Context: an optimization exercise on an open-source flow, tuned for small area, a short achievable clock period and few clock cycles per item. The choices shown serve that exercise and are no tape-out recipe.
Function was not checked in any run shown here: the RTL went through the layout flow alone.

==> flow/design.v <==
module chestnut_cordic (
    input  wire        clk,
    input  wire        rst,
    input  wire        in_valid,
    output wire        in_ready,
    input  wire [23:0] in_re,
    input  wire [23:0] in_im,
    input  wire [3:0]  in_ash,
    output reg         out_valid,
    output reg  [23:0] out_phase,
    output reg  [15:0] out_amp,
    output reg         out_sat
);
    assign in_ready = 1'b1;
    reg        v_in;
    reg [23:0] ar_in, ai_in;
    reg        sr_in, sg_in;
    reg [3:0]  ash_in;
    wire       in_sr = in_re[23], in_si = in_im[23];
    always @(posedge clk) begin
        v_in   <= in_valid & ~rst;
        ar_in  <= (in_re ^ {24{in_sr}}) + in_sr;
        ai_in  <= (in_im ^ {24{in_si}}) + in_si;
        sr_in  <= in_sr;                                    
        sg_in  <= ~(in_sr ^ in_si) | (in_im == 24'd0);      
        ash_in <= in_ash;
    end
    wire [24:0] x1q;
    wire [24:0] y1q;
    assign x1q = ({1'b0, ar_in}) + ({1'b0, ai_in}) + (1'b0);
    assign y1q = ({1'b0, ai_in} ^ {25{~sg_in}}) + ({1'b0, ar_in} ^ {25{sg_in}}) + (1'b1);
    wire [27:0] s0_i0_x = {x1q, 3'b000};
    wire [27:0] s0_i0_y = {y1q[24:0], 3'b000};
    reg        q0_v;
    reg [3:0]  q0_ash;
    reg [1:0] q0_b;
    reg [27:0] q0_x;
    reg [27:0] q0_y;
    always @(posedge clk) begin
        q0_v   <= v_in & ~rst;
        q0_ash <= ash_in;
        q0_b   <= {sg_in, sr_in};
        q0_x   <= s0_i0_x;
        q0_y   <= s0_i0_y;
    end
    wire s1_i1_d = ~q0_y[27];
    wire s1_i1_ry = q0_y[0] & (q0_y[1]);
    wire [27:0] s1_i1_xn;
    assign s1_i1_xn = (q0_x) + ({2'd0, q0_y[26:1] ^ {26{q0_y[27]}}}) + (s1_i1_ry ^ q0_y[27]);
    wire s1_i1_rx = q0_x[0] & (q0_x[1]);
    wire [27:0] s1_i1_yn;
    assign s1_i1_yn = (q0_y[27:0]) + ({1'd0, q0_x[27:1]} ^ {28{s1_i1_d}}) + (s1_i1_rx ^ s1_i1_d);
    reg        q1_v;
    reg [3:0]  q1_ash;
    reg [2:0] q1_b;
    reg [27:0] q1_x;
    reg [27:0] q1_y;
    always @(posedge clk) begin
        q1_v   <= q0_v & ~rst;
        q1_ash <= q0_ash;
        q1_b   <= {s1_i1_d, q0_b};
        q1_x   <= s1_i1_xn;
        q1_y   <= s1_i1_yn;
    end
    wire s2_i2_d = ~q1_y[27];
    wire s2_i2_ry = q1_y[1] & (q1_y[2] | (|q1_y[0:0]));
    wire [27:0] s2_i2_xn;
    assign s2_i2_xn = (q1_x) + ({3'd0, q1_y[26:2] ^ {25{q1_y[27]}}}) + (s2_i2_ry ^ q1_y[27]);
    wire s2_i2_rx = q1_x[1] & (q1_x[2] | (|q1_x[0:0]));
    wire [26:0] s2_i2_yn;
    assign s2_i2_yn = (q1_y[26:0]) + ({1'd0, q1_x[27:2]} ^ {27{s2_i2_d}}) + (s2_i2_rx ^ s2_i2_d);
    reg        q2_v;
    reg [3:0]  q2_ash;
    reg [3:0] q2_b;
    reg [27:0] q2_x;
    reg [26:0] q2_y;
    always @(posedge clk) begin
        q2_v   <= q1_v & ~rst;
        q2_ash <= q1_ash;
        q2_b   <= {s2_i2_d, q1_b};
        q2_x   <= s2_i2_xn;
        q2_y   <= s2_i2_yn;
    end
    wire s3_i3_d = ~q2_y[26];
    wire s3_i3_ry = q2_y[2] & (q2_y[3] | (|q2_y[1:0]));
    wire [27:0] s3_i3_xn;
    assign s3_i3_xn = (q2_x) + ({5'd0, q2_y[25:3] ^ {23{q2_y[26]}}}) + (s3_i3_ry ^ q2_y[26]);
    wire s3_i3_rx = q2_x[2] & (q2_x[3] | (|q2_x[1:0]));
    wire [25:0] s3_i3_yn;
    assign s3_i3_yn = (q2_y[25:0]) + ({1'd0, q2_x[27:3]} ^ {26{s3_i3_d}}) + (s3_i3_rx ^ s3_i3_d);
    reg        q3_v;
    reg [3:0]  q3_ash;
    reg [4:0] q3_b;
    reg [27:0] q3_x;
    reg [25:0] q3_y;
    always @(posedge clk) begin
        q3_v   <= q2_v & ~rst;
        q3_ash <= q2_ash;
        q3_b   <= {s3_i3_d, q2_b};
        q3_x   <= s3_i3_xn;
        q3_y   <= s3_i3_yn;
    end
    wire s4_i4_d = ~q3_y[25];
    wire s4_i4_ry = q3_y[3] & (q3_y[4] | (|q3_y[2:0]));
    wire [27:0] s4_i4_xn;
    assign s4_i4_xn = (q3_x) + ({7'd0, q3_y[24:4] ^ {21{q3_y[25]}}}) + (s4_i4_ry ^ q3_y[25]);
    wire s4_i4_rx = q3_x[3] & (q3_x[4] | (|q3_x[2:0]));
    wire [24:0] s4_i4_yn;
    assign s4_i4_yn = (q3_y[24:0]) + ({1'd0, q3_x[27:4]} ^ {25{s4_i4_d}}) + (s4_i4_rx ^ s4_i4_d);
    reg        q4_v;
    reg [3:0]  q4_ash;
    reg [5:0] q4_b;
    reg [27:0] q4_x;
    reg [24:0] q4_y;
    always @(posedge clk) begin
        q4_v   <= q3_v & ~rst;
        q4_ash <= q3_ash;
        q4_b   <= {s4_i4_d, q3_b};
        q4_x   <= s4_i4_xn;
        q4_y   <= s4_i4_yn;
    end
    wire s5_i5_d = ~q4_y[24];
    wire s5_i5_ry = q4_y[4] & (q4_y[5] | (|q4_y[3:0]));
    wire [27:0] s5_i5_xn;
    assign s5_i5_xn = (q4_x) + ({9'd0, q4_y[23:5] ^ {19{q4_y[24]}}}) + (s5_i5_ry ^ q4_y[24]);
    wire s5_i5_rx = q4_x[4] & (q4_x[5] | (|q4_x[3:0]));
    wire [23:0] s5_i5_yn;
    assign s5_i5_yn = (q4_y[23:0]) + ({1'd0, q4_x[27:5]} ^ {24{s5_i5_d}}) + (s5_i5_rx ^ s5_i5_d);
    reg        q5_v;
    reg [3:0]  q5_ash;
    reg [6:0] q5_b;
    reg [27:0] q5_x;
    reg [23:0] q5_y;
    always @(posedge clk) begin
        q5_v   <= q4_v & ~rst;
        q5_ash <= q4_ash;
        q5_b   <= {s5_i5_d, q4_b};
        q5_x   <= s5_i5_xn;
        q5_y   <= s5_i5_yn;
    end
    wire s6_i6_d = ~q5_y[23];
    wire s6_i6_ry = q5_y[5] & (q5_y[6] | (|q5_y[4:0]));
    wire [27:0] s6_i6_xn;
    assign s6_i6_xn = (q5_x) + ({11'd0, q5_y[22:6] ^ {17{q5_y[23]}}}) + (s6_i6_ry ^ q5_y[23]);
    wire s6_i6_rx = q5_x[5] & (q5_x[6] | (|q5_x[4:0]));
    wire [22:0] s6_i6_yn;
    assign s6_i6_yn = (q5_y[22:0]) + ({1'd0, q5_x[27:6]} ^ {23{s6_i6_d}}) + (s6_i6_rx ^ s6_i6_d);
    reg        q6_v;
    reg [3:0]  q6_ash;
    reg [7:0] q6_b;
    reg [27:0] q6_x;
    reg [22:0] q6_y;
    always @(posedge clk) begin
        q6_v   <= q5_v & ~rst;
        q6_ash <= q5_ash;
        q6_b   <= {s6_i6_d, q5_b};
        q6_x   <= s6_i6_xn;
        q6_y   <= s6_i6_yn;
    end
    wire s7_i7_d = ~q6_y[22];
    wire s7_i7_ry = q6_y[6] & (q6_y[7] | (|q6_y[5:0]));
    wire [27:0] s7_i7_xn;
    assign s7_i7_xn = (q6_x) + ({13'd0, q6_y[21:7] ^ {15{q6_y[22]}}}) + (s7_i7_ry ^ q6_y[22]);
    wire s7_i7_rx = q6_x[6] & (q6_x[7] | (|q6_x[5:0]));
    wire [21:0] s7_i7_yn;
    assign s7_i7_yn = (q6_y[21:0]) + ({1'd0, q6_x[27:7]} ^ {22{s7_i7_d}}) + (s7_i7_rx ^ s7_i7_d);
    reg        q7_v;
    reg [3:0]  q7_ash;
    reg [8:0] q7_b;
    reg [27:0] q7_x;
    reg [21:0] q7_y;
    always @(posedge clk) begin
        q7_v   <= q6_v & ~rst;
        q7_ash <= q6_ash;
        q7_b   <= {s7_i7_d, q6_b};
        q7_x   <= s7_i7_xn;
        q7_y   <= s7_i7_yn;
    end
    wire s8_i8_d = ~q7_y[21];
    wire s8_i8_ry = q7_y[7] & (q7_y[8] | (|q7_y[6:0]));
    wire [27:0] s8_i8_xn;
    assign s8_i8_xn = (q7_x) + ({15'd0, q7_y[20:8] ^ {13{q7_y[21]}}}) + (s8_i8_ry ^ q7_y[21]);
    wire s8_i8_rx = q7_x[7] & (q7_x[8] | (|q7_x[6:0]));
    wire [20:0] s8_i8_yn;
    assign s8_i8_yn = (q7_y[20:0]) + ({1'd0, q7_x[27:8]} ^ {21{s8_i8_d}}) + (s8_i8_rx ^ s8_i8_d);
    reg        q8_v;
    reg [3:0]  q8_ash;
    reg [9:0] q8_b;
    reg [27:0] q8_x;
    reg [20:0] q8_y;
    always @(posedge clk) begin
        q8_v   <= q7_v & ~rst;
        q8_ash <= q7_ash;
        q8_b   <= {s8_i8_d, q7_b};
        q8_x   <= s8_i8_xn;
        q8_y   <= s8_i8_yn;
    end
    wire s9_i9_d = ~q8_y[20];
    wire s9_i9_ry = q8_y[8] & (q8_y[9] | (|q8_y[7:0]));
    wire [27:0] s9_i9_xn;
    assign s9_i9_xn = (q8_x) + ({17'd0, q8_y[19:9] ^ {11{q8_y[20]}}}) + (s9_i9_ry ^ q8_y[20]);
    wire s9_i9_rx = q8_x[8] & (q8_x[9] | (|q8_x[7:0]));
    wire [19:0] s9_i9_yn;
    assign s9_i9_yn = (q8_y[19:0]) + ({1'd0, q8_x[27:9]} ^ {20{s9_i9_d}}) + (s9_i9_rx ^ s9_i9_d);
    reg        q9_v;
    reg [3:0]  q9_ash;
    reg [10:0] q9_b;
    reg [27:0] q9_x;
    reg [19:0] q9_y;
    always @(posedge clk) begin
        q9_v   <= q8_v & ~rst;
        q9_ash <= q8_ash;
        q9_b   <= {s9_i9_d, q8_b};
        q9_x   <= s9_i9_xn;
        q9_y   <= s9_i9_yn;
    end
    wire s10_i10_d = ~q9_y[19];
    wire s10_i10_ry = q9_y[9] & (q9_y[10] | (|q9_y[8:0]));
    wire [27:0] s10_i10_xn;
    assign s10_i10_xn = (q9_x) + ({19'd0, q9_y[18:10] ^ {9{q9_y[19]}}}) + (s10_i10_ry ^ q9_y[19]);
    wire s10_i10_rx = q9_x[9] & (q9_x[10] | (|q9_x[8:0]));
    wire [18:0] s10_i10_yn;
    assign s10_i10_yn = (q9_y[18:0]) + ({1'd0, q9_x[27:10]} ^ {19{s10_i10_d}}) + (s10_i10_rx ^ s10_i10_d);
    reg        q10_v;
    reg [3:0]  q10_ash;
    reg [11:0] q10_b;
    reg [27:0] q10_x;
    reg [18:0] q10_y;
    always @(posedge clk) begin
        q10_v   <= q9_v & ~rst;
        q10_ash <= q9_ash;
        q10_b   <= {s10_i10_d, q9_b};
        q10_x   <= s10_i10_xn;
        q10_y   <= s10_i10_yn;
    end
    wire s11_i11_d = ~q10_y[18];
    wire s11_i11_ry = q10_y[10] & (q10_y[11] | (|q10_y[9:0]));
    wire [27:0] s11_i11_xn;
    assign s11_i11_xn = (q10_x) + ({21'd0, q10_y[17:11] ^ {7{q10_y[18]}}}) + (s11_i11_ry ^ q10_y[18]);
    wire s11_i11_rx = q10_x[10] & (q10_x[11] | (|q10_x[9:0]));
    wire [17:0] s11_i11_yn;
    assign s11_i11_yn = (q10_y[17:0]) + ({1'd0, q10_x[27:11]} ^ {18{s11_i11_d}}) + (s11_i11_rx ^ s11_i11_d);
    reg        q11_v;
    reg [3:0]  q11_ash;
    reg [12:0] q11_b;
    reg [27:0] q11_x;
    reg [17:0] q11_y;
    always @(posedge clk) begin
        q11_v   <= q10_v & ~rst;
        q11_ash <= q10_ash;
        q11_b   <= {s11_i11_d, q10_b};
        q11_x   <= s11_i11_xn;
        q11_y   <= s11_i11_yn;
    end
    wire s12_i12_d = ~q11_y[17];
    wire s12_i12_ry = q11_y[11] & (q11_y[12] | (|q11_y[10:0]));
    wire [27:0] s12_i12_xn;
    assign s12_i12_xn = (q11_x) + ({23'd0, q11_y[16:12] ^ {5{q11_y[17]}}}) + (s12_i12_ry ^ q11_y[17]);
    wire s12_i12_rx = q11_x[11] & (q11_x[12] | (|q11_x[10:0]));
    wire [16:0] s12_i12_yn;
    assign s12_i12_yn = (q11_y[16:0]) + ({1'd0, q11_x[27:12]} ^ {17{s12_i12_d}}) + (s12_i12_rx ^ s12_i12_d);
    reg        q12_v;
    reg [3:0]  q12_ash;
    reg [13:0] q12_b;
    reg [27:0] q12_x;
    reg [16:0] q12_y;
    always @(posedge clk) begin
        q12_v   <= q11_v & ~rst;
        q12_ash <= q11_ash;
        q12_b   <= {s12_i12_d, q11_b};
        q12_x   <= s12_i12_xn;
        q12_y   <= s12_i12_yn;
    end
    wire s13_i13_d = ~q12_y[16];
    wire s13_i13_ry = q12_y[12] & (q12_y[13] | (|q12_y[11:0]));
    wire [27:0] s13_i13_xn;
    assign s13_i13_xn = (q12_x) + ({25'd0, q12_y[15:13] ^ {3{q12_y[16]}}}) + (s13_i13_ry ^ q12_y[16]);
    wire s13_i13_rx = q12_x[12] & (q12_x[13] | (|q12_x[11:0]));
    wire [15:0] s13_i13_yn;
    assign s13_i13_yn = (q12_y[15:0]) + ({1'd0, q12_x[27:13]} ^ {16{s13_i13_d}}) + (s13_i13_rx ^ s13_i13_d);
    reg        q13_v;
    reg [3:0]  q13_ash;
    reg [14:0] q13_b;
    reg [27:0] q13_x;
    reg [15:0] q13_y;
    always @(posedge clk) begin
        q13_v   <= q12_v & ~rst;
        q13_ash <= q12_ash;
        q13_b   <= {s13_i13_d, q12_b};
        q13_x   <= s13_i13_xn;
        q13_y   <= s13_i13_yn;
    end
    wire s14_i14_d = ~q13_y[15];
    wire s14_i14_ry = q13_y[13] & (q13_y[14] | (|q13_y[12:0]));
    wire [27:0] s14_i14_xn;
    assign s14_i14_xn = (q13_x) + ({27'd0, q13_y[14:14] ^ {1{q13_y[15]}}}) + (s14_i14_ry ^ q13_y[15]);
    wire s14_i14_rx = q13_x[13] & (q13_x[14] | (|q13_x[12:0]));
    wire [14:0] s14_i14_yn;
    assign s14_i14_yn = (q13_y[14:0]) + ({1'd0, q13_x[27:14]} ^ {15{s14_i14_d}}) + (s14_i14_rx ^ s14_i14_d);
    reg        q14_v;
    reg [3:0]  q14_ash;
    reg [15:0] q14_b;
    reg [27:0] q14_x;
    reg [14:0] q14_y;
    always @(posedge clk) begin
        q14_v   <= q13_v & ~rst;
        q14_ash <= q13_ash;
        q14_b   <= {s14_i14_d, q13_b};
        q14_x   <= s14_i14_xn;
        q14_y   <= s14_i14_yn;
    end
    wire s15_i15_d = ~q14_y[14];
    wire s15_i15_rx = q14_x[14] & (q14_x[15] | (|q14_x[13:0]));
    wire [13:0] s15_i15_yn;
    assign s15_i15_yn = (q14_y[13:0]) + ({1'd0, q14_x[27:15]} ^ {14{s15_i15_d}}) + (s15_i15_rx ^ s15_i15_d);
    reg        q15_v;
    reg [3:0]  q15_ash;
    reg [16:0] q15_b;
    reg [27:0] q15_x;
    reg [13:0] q15_y;
    always @(posedge clk) begin
        q15_v   <= q14_v & ~rst;
        q15_ash <= q14_ash;
        q15_b   <= {s15_i15_d, q14_b};
        q15_x   <= q14_x;
        q15_y   <= s15_i15_yn;
    end
    wire s16_i16_d = ~q15_y[13];
    wire s16_i16_rx = q15_x[15] & (q15_x[16] | (|q15_x[14:0]));
    wire [12:0] s16_i16_yn;
    assign s16_i16_yn = (q15_y[12:0]) + ({1'd0, q15_x[27:16]} ^ {13{s16_i16_d}}) + (s16_i16_rx ^ s16_i16_d);
    reg        q16_v;
    reg [3:0]  q16_ash;
    reg [17:0] q16_b;
    reg [27:0] q16_x;
    reg [12:0] q16_y;
    always @(posedge clk) begin
        q16_v   <= q15_v & ~rst;
        q16_ash <= q15_ash;
        q16_b   <= {s16_i16_d, q15_b};
        q16_x   <= q15_x;
        q16_y   <= s16_i16_yn;
    end
    wire s17_i17_d = ~q16_y[12];
    wire s17_i17_rx = q16_x[16] & (q16_x[17] | (|q16_x[15:0]));
    wire [11:0] s17_i17_yn;
    assign s17_i17_yn = (q16_y[11:0]) + ({1'd0, q16_x[27:17]} ^ {12{s17_i17_d}}) + (s17_i17_rx ^ s17_i17_d);
    reg        q17_v;
    reg [3:0]  q17_ash;
    reg [18:0] q17_b;
    reg [27:0] q17_x;
    reg [11:0] q17_y;
    always @(posedge clk) begin
        q17_v   <= q16_v & ~rst;
        q17_ash <= q16_ash;
        q17_b   <= {s17_i17_d, q16_b};
        q17_x   <= q16_x;
        q17_y   <= s17_i17_yn;
    end
    wire s18_i18_d = ~q17_y[11];
    wire s18_i18_rx = q17_x[17] & (q17_x[18] | (|q17_x[16:0]));
    wire [10:0] s18_i18_yn;
    assign s18_i18_yn = (q17_y[10:0]) + ({1'd0, q17_x[27:18]} ^ {11{s18_i18_d}}) + (s18_i18_rx ^ s18_i18_d);
    reg        q18_v;
    reg [3:0]  q18_ash;
    reg [19:0] q18_b;
    reg [27:0] q18_x;
    reg [10:0] q18_y;
    always @(posedge clk) begin
        q18_v   <= q17_v & ~rst;
        q18_ash <= q17_ash;
        q18_b   <= {s18_i18_d, q17_b};
        q18_x   <= q17_x;
        q18_y   <= s18_i18_yn;
    end
    wire s19_i19_d = ~q18_y[10];
    wire s19_i19_rx = q18_x[18] & (q18_x[19] | (|q18_x[17:0]));
    wire [9:0] s19_i19_yn;
    assign s19_i19_yn = (q18_y[9:0]) + ({1'd0, q18_x[27:19]} ^ {10{s19_i19_d}}) + (s19_i19_rx ^ s19_i19_d);
    reg        q19_v;
    reg [3:0]  q19_ash;
    reg [20:0] q19_b;
    reg [27:0] q19_x;
    reg [9:0] q19_y;
    always @(posedge clk) begin
        q19_v   <= q18_v & ~rst;
        q19_ash <= q18_ash;
        q19_b   <= {s19_i19_d, q18_b};
        q19_x   <= q18_x;
        q19_y   <= s19_i19_yn;
    end
    wire s20_i20_d = ~q19_y[9];
    wire s20_i20_rx = q19_x[19] & (q19_x[20] | (|q19_x[18:0]));
    wire [8:0] s20_i20_yn;
    assign s20_i20_yn = (q19_y[8:0]) + ({1'd0, q19_x[27:20]} ^ {9{s20_i20_d}}) + (s20_i20_rx ^ s20_i20_d);
    reg        q20_v;
    reg [3:0]  q20_ash;
    reg [21:0] q20_b;
    reg [27:0] q20_x;
    reg [8:0] q20_y;
    always @(posedge clk) begin
        q20_v   <= q19_v & ~rst;
        q20_ash <= q19_ash;
        q20_b   <= {s20_i20_d, q19_b};
        q20_x   <= q19_x;
        q20_y   <= s20_i20_yn;
    end
    wire s21_i21_d = ~q20_y[8];
    wire s21_i21_rx = q20_x[20] & (q20_x[21] | (|q20_x[19:0]));
    wire [7:0] s21_i21_yn;
    assign s21_i21_yn = (q20_y[7:0]) + ({1'd0, q20_x[27:21]} ^ {8{s21_i21_d}}) + (s21_i21_rx ^ s21_i21_d);
    reg        q21_v;
    reg [3:0]  q21_ash;
    reg [22:0] q21_b;
    reg [27:0] q21_x;
    reg [7:0] q21_y;
    always @(posedge clk) begin
        q21_v   <= q20_v & ~rst;
        q21_ash <= q20_ash;
        q21_b   <= {s21_i21_d, q20_b};
        q21_x   <= q20_x;
        q21_y   <= s21_i21_yn;
    end
    wire s22_i22_d = ~q21_y[7];
    wire s22_i22_rx = q21_x[21] & (q21_x[22] | (|q21_x[20:0]));
    wire [6:0] s22_i22_yn;
    assign s22_i22_yn = (q21_y[6:0]) + ({1'd0, q21_x[27:22]} ^ {7{s22_i22_d}}) + (s22_i22_rx ^ s22_i22_d);
    reg        q22_v;
    reg [3:0]  q22_ash;
    reg [23:0] q22_b;
    reg [27:0] q22_x;
    reg [6:0] q22_y;
    always @(posedge clk) begin
        q22_v   <= q21_v & ~rst;
        q22_ash <= q21_ash;
        q22_b   <= {s22_i22_d, q21_b};
        q22_x   <= q21_x;
        q22_y   <= s22_i22_yn;
    end
    wire s23_i23_d = ~q22_y[6];
    reg        q23_v;
    reg [3:0]  q23_ash;
    reg [24:0] q23_b;
    reg [27:0] q23_x;
    always @(posedge clk) begin
        q23_v   <= q22_v & ~rst;
        q23_ash <= q22_ash;
        q23_b   <= {s23_i23_d, q22_b};
        q23_x   <= q22_x;
    end
    reg [27:0] rom0;
    always @(*) begin
        case (q23_b[3:0])
            4'd0: rom0 = 28'd193957324;
            4'd1: rom0 = 28'd59739596;
            4'd2: rom0 = 28'd261066188;
            4'd3: rom0 = 28'd126848460;
            4'd4: rom0 = 28'd233574000;
            4'd5: rom0 = 28'd99356272;
            4'd6: rom0 = 28'd32247408;
            4'd7: rom0 = 28'd166465136;
            4'd8: rom0 = 28'd214889688;
            4'd9: rom0 = 28'd80671960;
            4'd10: rom0 = 28'd13563096;
            4'd11: rom0 = 28'd147780824;
            4'd12: rom0 = 28'd254506364;
            4'd13: rom0 = 28'd120288636;
            4'd14: rom0 = 28'd53179772;
            4'd15: rom0 = 28'd187397500;
            default: rom0 = 28'd0;
        endcase
    end
    reg [24:0] rom1;
    always @(*) begin
        case (q23_b[7:4])
            4'd0: rom1 = 25'd0;
            4'd1: rom1 = 25'd10625594;
            4'd2: rom1 = 25'd5333416;
            4'd3: rom1 = 25'd15959010;
            4'd4: rom1 = 25'd2669308;
            4'd5: rom1 = 25'd13294902;
            4'd6: rom1 = 25'd8002724;
            4'd7: rom1 = 25'd18628318;
            4'd8: rom1 = 25'd1334980;
            4'd9: rom1 = 25'd11960574;
            4'd10: rom1 = 25'd6668396;
            4'd11: rom1 = 25'd17293990;
            4'd12: rom1 = 25'd4004288;
            4'd13: rom1 = 25'd14629882;
            4'd14: rom1 = 25'd9337704;
            4'd15: rom1 = 25'd19963298;
            default: rom1 = 25'd0;
        endcase
    end
    reg [20:0] rom2;
    always @(*) begin
        case (q23_b[11:8])
            4'd0: rom2 = 21'd0;
            4'd1: rom2 = 21'd667530;
            4'd2: rom2 = 21'd333770;
            4'd3: rom2 = 21'd1001300;
            4'd4: rom2 = 21'd166886;
            4'd5: rom2 = 21'd834416;
            4'd6: rom2 = 21'd500656;
            4'd7: rom2 = 21'd1168186;
            4'd8: rom2 = 21'd83444;
            4'd9: rom2 = 21'd750974;
            4'd10: rom2 = 21'd417214;
            4'd11: rom2 = 21'd1084744;
            4'd12: rom2 = 21'd250330;
            4'd13: rom2 = 21'd917860;
            4'd14: rom2 = 21'd584100;
            4'd15: rom2 = 21'd1251630;
            default: rom2 = 21'd0;
        endcase
    end
    reg [16:0] rom3;
    always @(*) begin
        case (q23_b[15:12])
            4'd0: rom3 = 17'd0;
            4'd1: rom3 = 17'd41722;
            4'd2: rom3 = 17'd20860;
            4'd3: rom3 = 17'd62582;
            4'd4: rom3 = 17'd10430;
            4'd5: rom3 = 17'd52152;
            4'd6: rom3 = 17'd31290;
            4'd7: rom3 = 17'd73012;
            4'd8: rom3 = 17'd5216;
            4'd9: rom3 = 17'd46938;
            4'd10: rom3 = 17'd26076;
            4'd11: rom3 = 17'd67798;
            4'd12: rom3 = 17'd15646;
            4'd13: rom3 = 17'd57368;
            4'd14: rom3 = 17'd36506;
            4'd15: rom3 = 17'd78228;
            default: rom3 = 17'd0;
        endcase
    end
    reg [12:0] rom4;
    always @(*) begin
        case (q23_b[19:16])
            4'd0: rom4 = 13'd0;
            4'd1: rom4 = 13'd2608;
            4'd2: rom4 = 13'd1304;
            4'd3: rom4 = 13'd3912;
            4'd4: rom4 = 13'd652;
            4'd5: rom4 = 13'd3260;
            4'd6: rom4 = 13'd1956;
            4'd7: rom4 = 13'd4564;
            4'd8: rom4 = 13'd326;
            4'd9: rom4 = 13'd2934;
            4'd10: rom4 = 13'd1630;
            4'd11: rom4 = 13'd4238;
            4'd12: rom4 = 13'd978;
            4'd13: rom4 = 13'd3586;
            4'd14: rom4 = 13'd2282;
            4'd15: rom4 = 13'd4890;
            default: rom4 = 13'd0;
        endcase
    end
    reg [8:0] rom5;
    always @(*) begin
        case (q23_b[24:20])
            5'd0: rom5 = 9'd0;
            5'd1: rom5 = 9'd162;
            5'd2: rom5 = 9'd82;
            5'd3: rom5 = 9'd244;
            5'd4: rom5 = 9'd40;
            5'd5: rom5 = 9'd202;
            5'd6: rom5 = 9'd122;
            5'd7: rom5 = 9'd284;
            5'd8: rom5 = 9'd20;
            5'd9: rom5 = 9'd182;
            5'd10: rom5 = 9'd102;
            5'd11: rom5 = 9'd264;
            5'd12: rom5 = 9'd60;
            5'd13: rom5 = 9'd222;
            5'd14: rom5 = 9'd142;
            5'd15: rom5 = 9'd304;
            5'd16: rom5 = 9'd10;
            5'd17: rom5 = 9'd172;
            5'd18: rom5 = 9'd92;
            5'd19: rom5 = 9'd254;
            5'd20: rom5 = 9'd50;
            5'd21: rom5 = 9'd212;
            5'd22: rom5 = 9'd132;
            5'd23: rom5 = 9'd294;
            5'd24: rom5 = 9'd30;
            5'd25: rom5 = 9'd192;
            5'd26: rom5 = 9'd112;
            5'd27: rom5 = 9'd274;
            5'd28: rom5 = 9'd70;
            5'd29: rom5 = 9'd232;
            5'd30: rom5 = 9'd152;
            5'd31: rom5 = 9'd314;
            default: rom5 = 9'd0;
        endcase
    end
    reg [27:0] z1a;
    reg [21:0] z1b;
    reg [13:0] z1c;
    reg [27:0] z2;
    reg [27:0] xm;
    reg [42:0] t1;
    reg [38:0] t2;
    reg [3:0]  m1_ash, m2_ash;
    reg        m1_st, m2_st, m1_z, m2_z, m1_v, m2_v;
    reg [24:0] pt;
    wire [42:0] xf = {15'd0, q23_x};
    wire [9:0]  ash_mask = ~(10'h3ff << q23_ash);
    always @(posedge clk) begin
        z1a   <= rom0 + rom1;
        z1b   <= rom2 + rom3;
        z1c   <= rom4 + rom5;
        t1    <= xf + (xf << 2) + (xf << 13) + (xf << 15);
        t2    <= (xf << 4) + (xf << 7) + (xf << 10);
        m1_ash <= q23_ash;
        m1_st <= (|q23_x[17:0]) | (|(q23_x[27:18] & ash_mask));
        m1_z  <= ~(|q23_x);
        m1_v  <= q23_v & ~rst;
    end
    wire [42:0] p = t1 - {4'd0, t2};
    always @(posedge clk) begin
        z2    <= z1a + z1b + z1c;
        pt    <= p[42:18];
        m2_ash <= m1_ash;
        m2_st <= m1_st;
        m2_z  <= m1_z;
        m2_v  <= m1_v & ~rst;
    end
    wire [24:0] vsh = pt >> m2_ash;
    wire        amp_r = vsh[0] & (m2_st | vsh[1]);
    wire [15:0] amp_q = vsh[16:1] + amp_r;
    wire        sat = (|vsh[24:17]) | (&vsh[16:0]);
    wire        ph_r = z2[3] & (z2[4] | (|z2[2:0]));
    wire [23:0] ph = z2[27:4] + ph_r;
    always @(posedge clk) begin
        out_valid <= m2_v & ~rst;
        out_phase <= m2_z ? 24'd0 : ph;
        out_amp   <= sat ? 16'hffff : amp_q;
        out_sat   <= sat;
    end
endmodule
==> flow/run.sh <==
#!/bin/bash
# synth_recipe.tcl (not shown) runs the flow's synth.tcl, then flattens the netlist and writes it again
# the make line also repeats each setting of config.mk as NAME=value (left out here)
make -C /OpenROAD-flow-scripts/flow DESIGN_CONFIG=/design/flow/config.mk WORK_HOME=/design/flow/orfs CLKGATE_MAP_FILE= SYNTH_SCRIPT=/design/flow/synth_recipe.tcl finish
==> flow/config.mk <==
export PLATFORM = sky130hd
export DESIGN_NAME = chestnut_cordic
export DESIGN_NICKNAME = chestnut_cordic
export VERILOG_FILES = /design/flow/design.v
export SDC_FILE = /design/flow/constraint.sdc
export NUM_CORES = 4
export LEC_CHECK = 0
export CAP_MARGIN = 20
export CORE_MARGIN = 2
export CORE_UTILIZATION = 40
export PLACE_DENSITY = 0.6
export SLEW_MARGIN = 20
==> flow/constraint.sdc <==
create_clock -name core_clock -period 12.0 [get_ports {clk}]
set_input_delay 2.4000 -clock core_clock [delete_from_list [all_inputs] [get_ports {clk}]]
set_output_delay 2.4000 -clock core_clock [all_outputs]
set_load 0.01 [all_outputs]
==> impl_metrics.yaml, run 1 <==
sta:
  hold_viol: 0
  fin_setup_tns_ns: 0
  setup_violations: 0
  holdWs_ns: 0.285
  fmax_mhz: 210
  worst_pin_slew_ns: 1.04
  fin_skew_ns: 0.0680
  slew-limit-headroom_pct: 30.4
  period_share_pct: 39.7
  period_minus_slack_ns: 4.76
  rsz0062_at_grt: "false"
  worst_slack_ns: 7.24
  drv_slew: 0
synth:
  synth_xor_xnor_area_share_pct: 14.8
  ys_types: 102
  synth-adder-area-share_pct: 14.6
  synth_edf_count: 0
  synth_area_per_cell_um2: 9.95
  synth-simple-area-share_pct: 11.3
  ys_async_sr_fraction_pct: 0
  syn_nets: 9955
  yosysMostFrequentCell: "dfxtp_1"
  synth_area_um2: 89000
  yosys-top-cells-count: "dfxtp_1, xnor2_1, ha_1"
  ys_ff_latch: 1878
  synth_flop_cell: "dfxtp_1"
  netlist_top_cells_area: "dfxtp_1, ha_1, xnor2_1"
  ys_warn_count: 1
  synth_top_family_by_area: "XOR/XNOR gates"
  synth_top_area_share_pct: 42.2
  syn_inst: 8945
  synth_top_cell_by_area: "dfxtp_1"
  synth_compound_area_share_pct: 13.2
  ys_seq_area_share_pct: 42.2
  muxShareOfSynthArea_pct: 1.09
outcome:
  status: "no timing/DRC/antenna violations"
layout:
  num_antenna_cells: 0
  largest_register_ffs: 39
  largestRegisters: "t1: 39 flops, t2: 35 flops"
  fin_area_um2: 100000
  areaGrowthSynthToFinish_pct: 12.8
  regMostFlops: "t1"
  layout.nets: 10109
  nFillCells: 20854
  drive_gt1_share_pct: 5.18
clocking:
  clk_latency_ns: 0.85
  numClockSinks: 1878
  cts_hold_buffers: 0
  post_cts_resized: 0
  cts_buffers: 196
  h-tree-depth: 4
  post_cts_buffers: 0
  cts_root_buffer: "clkbuf_16"
  cts_tree: "done"
  clockBufferDepth: 3
  clk_pin_slew_ns: 0.06
route:
  first_pass_iters: 6
  dr_total_vias: 60517
  routed_via_density: 4.95
  wl_um: 190000
  route.detailed.drc: 0
  wl_per_cell_um: 15.5
  antenna_left: 0
  drt_iter0_drc: 3259
critical_path:
  crit_fanout: 34
  worstSetupStartpoint: "q7_y[21]"
  start_kind: "register"
  critPathKind: "reg -> reg"
  required_ns: 12.68
  worstSetupEndpointType: "register"
  worstReg2RegStart: "q7_y[21]"
  crit_arrival_ns: 5.44
floorplan:
  die_area_um2: 226000
  rows: 173
  die_w_um: 476
  core_area_um2: 222000
  initial_core_util_pct: 40.2
  die_h_um: 476
  ios: 98
placed_design:
  placed_area_um2: 93200
  dpl_worst_slack_ns: 6.66
  io_buffers: 96
  dp_hpwl_um: 150000
  finalWeightedCongestion: 0.885
hold_path:
  holdCritStartpoint: "q13_b[12]"
  min_path_type: "reg -> reg"
global_route:
  grt_overflow: 0
  gr-usage-all-layers_pct: 16.6
  grt_pass1_vias: 60343
  antenna_found_initial: 3
  grt_pass1_wl_um: 308000
  grt_max_degree: 56
run:
  drv_cap: 0
## per-stage QoR
stage	cells	util, %
finish	12235	45.3
floorplan	8945	-
detailed placement	11876	42.1
CTS	12235	45.3
global placement	11876	42.1
global route	12235	45.3
## routing by layer
layer / vias to the layer above / wire, um / GRT usage [%]
met1: 28086 / 83700 / 20.0
li1: 31124 / - / -
met5: - / 18 / 0
met2: 984 / 93100 / 29.8
met3: 321 / 6640 / 2.45
met4: 2 / 6120 / 5.87
## cell type report
| class | count | area (um2) | share of cell area [%] |
|---|---|---|---|
| clock buffer | 242 | 5360 | 5.33 |
| clock inverter | 117 | 1860 | 1.85 |
| inverter | 478 | 1790 | 1.79 |
| multi-input combinational | 6427 | 49000 | 48.8 |
| sequential | 1878 | 37600 | 37.4 |
| tap | 2975 | 3720 | 3.71 |
| timing repair buffer | 118 | 1120 | 1.12 |
## final timing paths
check,end,slack (ns),cells after the start
setup / recovery,q8_y[20],7.24,14
hold / removal,q14_b[12],0.29,0
setup reg to reg,q8_y[20],7.24,14
hold reg to reg,q14_b[12],0.29,0
## worst max-delay path, cell delays in order (launching register included)
cell,delay [ns]
dfxtp_2,0.98
inv_1,0.24
xnor2_1,0.21
fa_1,0.42
fa_1,0.42
a21o_1,0.17
a21oi_1,0.21
nor2b_1,0.08
o21ai_0,0.32
a31o_2,0.26
o21ai_0,0.21
or4b_1,0.53
a31oi_1,0.27
o21ai_0,0.16
xnor2_1,0.14
## kinds of logic after synthesis
logic type | Yosys count
DFF | 1878
and+or+nand+nor | 2057
adders and majority gates | 955
muxes | 79
xor gates and xnor gates | 1505
AOI/OAI and AO/OA | 1830
other | 1
buffers and inverters | 640
## cells in the final DEF (no fill, tap or decap), types with 33 or more instances in the layout
master / Yosys / final
inv_1: 475 / 475
xor2_1: 465 / 465
mux2i_1: 51 / 51
a31oi_1: 60 / 60
dfxtp_1: 1878 / 1869
nand2b_1: 116 / 116
o21ai_0: 370 / 370
o211ai_1: 44 / 44
bufinv_16: 0 / 36
and3_1: 95 / 95
a21oi_1: 531 / 531
nand3_1: 177 / 177
ha_1: 821 / 821
clkbuf_16: 0 / 196
nor2_1: 578 / 578
o21a_1: 94 / 94
nand4_1: 65 / 65
xnor2_1: 1039 / 1039
a21o_1: 227 / 227
nand2_1: 464 / 464
nor3_1: 120 / 120
or3_1: 51 / 51
a211oi_1: 62 / 62
fa_1: 134 / 134
and2_1: 38 / 38
a21boi_0: 56 / 56
clkdlybuf4s50_1: 0 / 95
o22ai_1: 33 / 33
nor2b_1: 166 / 166
o21bai_1: 88 / 88
nor4_1: 66 / 65
==> run 2, diff against run 1 <==
--- a/flow/config.mk
+++ b/flow/config.mk
@@ -7,6 +7,6 @@
 export LEC_CHECK = 0
 export CAP_MARGIN = 20
 export CORE_MARGIN = 2
-export CORE_UTILIZATION = 40
-export PLACE_DENSITY = 0.6
+export CORE_UTILIZATION = 65
+export PLACE_DENSITY = 0.75
 export SLEW_MARGIN = 20
==> impl_metrics.yaml, run 2 <==
outcome:
  status: "no timing/DRC/antenna violations"
critical_path:
  r2r_cells: 15
  critPathKind: "reg -> reg"
  required_ns: 12.72
  worstReg2RegStart: "q3_y[25]"
  crit_arrival_ns: 5.49
  worst-r2r-setup-slack_ns: 7.23
  endpoint: "q4_y[24]"
  r2r-end: "q4_y[24]"
  start_kind: "register"
  worstSetupStartpoint: "q3_y[25]"
  crit_fanout: 46
  worstSetupEndpointType: "register"
synth:
  netlist_top_cells_area: "dfxtp_1, ha_1, xnor2_1"
  ys_types: 102
  syn_nets: 9955
  ys_ff_latch: 1878
  synth_top_area_share_pct: 42.2
  synth_edf_count: 0
  synth_flop_cell: "dfxtp_1"
  syn_inst: 8945
  yosysMostFrequentCell: "dfxtp_1"
  synth_area_um2: 89000
  synth_area_per_cell_um2: 9.95
  ys_seq_area_share_pct: 42.2
  ys_async_sr_fraction_pct: 0
  yosys-top-cells-count: "dfxtp_1, xnor2_1, ha_1"
  synth_top_cell_by_area: "dfxtp_1"
  ys_warn_count: 1
clocking:
  post_cts_resized: 0
  clk_latency_ns: 0.81
  cts_root_buffer: "clkbuf_16"
  cts_buffers: 182
  post_cts_buffers: 0
  cts_tree: "done"
  cts_hold_buffers: 0
  clockBufferDepth: 3
  h-tree-depth: 4
  numClockSinks: 1878
  clk_pin_slew_ns: 0.06
route:
  dr_total_vias: 61749
  drt_iter0_drc: 3768
  wl_um: 191000
  wl_per_cell_um: 17.3
  routed_via_density: 5.61
  antenna_left: 0
  route.detailed.drc: 0
  first_pass_iters: 6
sta:
  rsz0062_at_grt: "false"
  period_minus_slack_ns: 4.77
  setup_violations: 0
  worst_pin_slew_ns: 1.08
  period_share_pct: 39.8
  fin_skew_ns: 0.0368
  hold_viol: 0
  drv_slew: 0
  slew-limit-headroom_pct: 27.1
  fmax_mhz: 210
  fin_setup_tns_ns: 0
global_route:
  gr-usage-all-layers_pct: 26.9
  grt_overflow: 0
  grt_pass1_wl_um: 310000
  grt_max_degree: 54
  antenna_found_initial: 2
  grt_pass1_vias: 61157
layout:
  final_cell_mix: "dfxtp_1, xnor2_1, ha_1"
  num_antenna_cells: 0
  layout.nets: 10091
  regMostFlops: "t1"
  layout_commonest_cell: "dfxtp_1"
  drive_gt1_share_pct: 4.70
  largestRegisters: "t1: 39 flops, t2: 35 flops"
  largest_register_ffs: 39
  areaGrowthSynthToFinish_pct: 10.0
hold_path:
  min_path_type: "reg -> reg"
  holdCritStartpoint: "q15_b[3]"
floorplan:
  ios: 98
  initial_core_util_pct: 65.6
  rows: 135
  die_h_um: 374
  die_area_um2: 140000
  die_w_um: 374
  core_area_um2: 136000
placed_design:
  finalWeightedCongestion: 0.917
  io_buffers: 96
  dp_hpwl_um: 147000
run:
  drv_cap: 0
-- run 2: critical path, stage by stage (launching register included) --
cell and delay [ns]:
dfxtp_2 0.31, buf_4 0.56, inv_1 0.22, xnor2_1 0.21, fa_1 0.44, fa_1 0.44, a21o_1 0.19, a21oi_2 0.18
o21bai_1 0.12, a2111oi_2 0.43, nor3_1 0.15, o311a_1 0.45, a221oi_2 0.42, o221ai_1 0.18, a21oi_1 0.19, xor2_1 0.15
-- run 2: cell families (layout without fill, tap and decap cells) --
| family | Yosys count | after routing | synth area share, % |
|---|---|---|---|
| simple gates | 2057 | 2057 | 11.3 |
| flops | 1878 | 1878 | 42.2 |
| compound gates | 1830 | 1830 | 13.2 |
| xor+xnor | 1505 | 1505 | 14.8 |
| fa+ha+maj | 955 | 955 | 14.6 |
| buf+inv | 640 | 925 | 2.75 |
| mux | 79 | 79 | 1.09 |
| other cells | 1 | 1 | 0.00421 |
-- run 2: through the flow --
step,worst slack (ns),utilization [%],instance area (um2),cells,hold slack [ns]
global route,6.95,72.2,97900,11011,0.322
finish,7.23,72.2,97900,11011,0.318
floorplan,6.60,-,89000,8945,0.310
CTS,7.29,72.2,97900,11011,0.319
detailed placement,6.66,67.6,91700,10678,0.312
global placement,6.63,67.6,91700,10678,0.310
-- run 2: layout make-up --
type	instances	area, um2
multi-input combinational	6427	49000
fill	10033	37700
sequential	1878	37600
clock buffer	249	5170
tap	1781	2230
inverter	478	1790
timing repair buffer	114	1090
clock inverter	84	1050
-- run 2: worst min-delay path by stage --
stage	to	depth (start not counted)
2_1_floorplan	m2_ash[0]	0
3_3_place_gp	q20_b[5]	0
3_5_place_dp	q0_ash[0]	0
4_1_cts	q16_b[5]	0
5_1_grt	q5_ash[1]	0
6_report	q16_b[3]	0
-- run 2: layer usage --
layer	global-route usage, %	routed length [um]	vias up
met2	46.3	90500	1263
met3	3.84	7990	336
met5	0	13	-
met4	8.34	5480	2
li1	-	-	31097
met1	35.0	86800	29051

## separate check: timing with driven ports
The flow's constraints put no driver on any port. The routed layouts listed below were extracted and timed again, unchanged, in two steps.
Step 1, drivers: a clkbuf_16 drives clk and a buf_2 each remaining input, both assumed.
Step 2 also shifts input and output timing later by t, the mid clock arrival at the registers, as if the neighbouring blocks saw the same clock.
a / b / c = ideal ports / drivers / drivers and shift; a / b = the first two.
| run | t, ns | setup slack, ns | hold WS [ns] | worst setup path after step 2 | clock arrival spread, ns |
|---|---|---|---|---|---|
| run 1 | 0.895 | 7.240 / 7.240 / 6.659 | 0.285 / 0.285 / 0.285 | input to register | 0.076 / 0.077 |
| run 2 | 0.877 | 7.228 / 7.228 / 6.673 | 0.318 / 0.318 / 0.318 | input to register | 0.041 / 0.042 |
After both steps setup and hold are still met in every run listed. For run 1, which loses most, drivers alone change the setup slack by 0.000 ns; drivers and shift together by -0.581 ns.
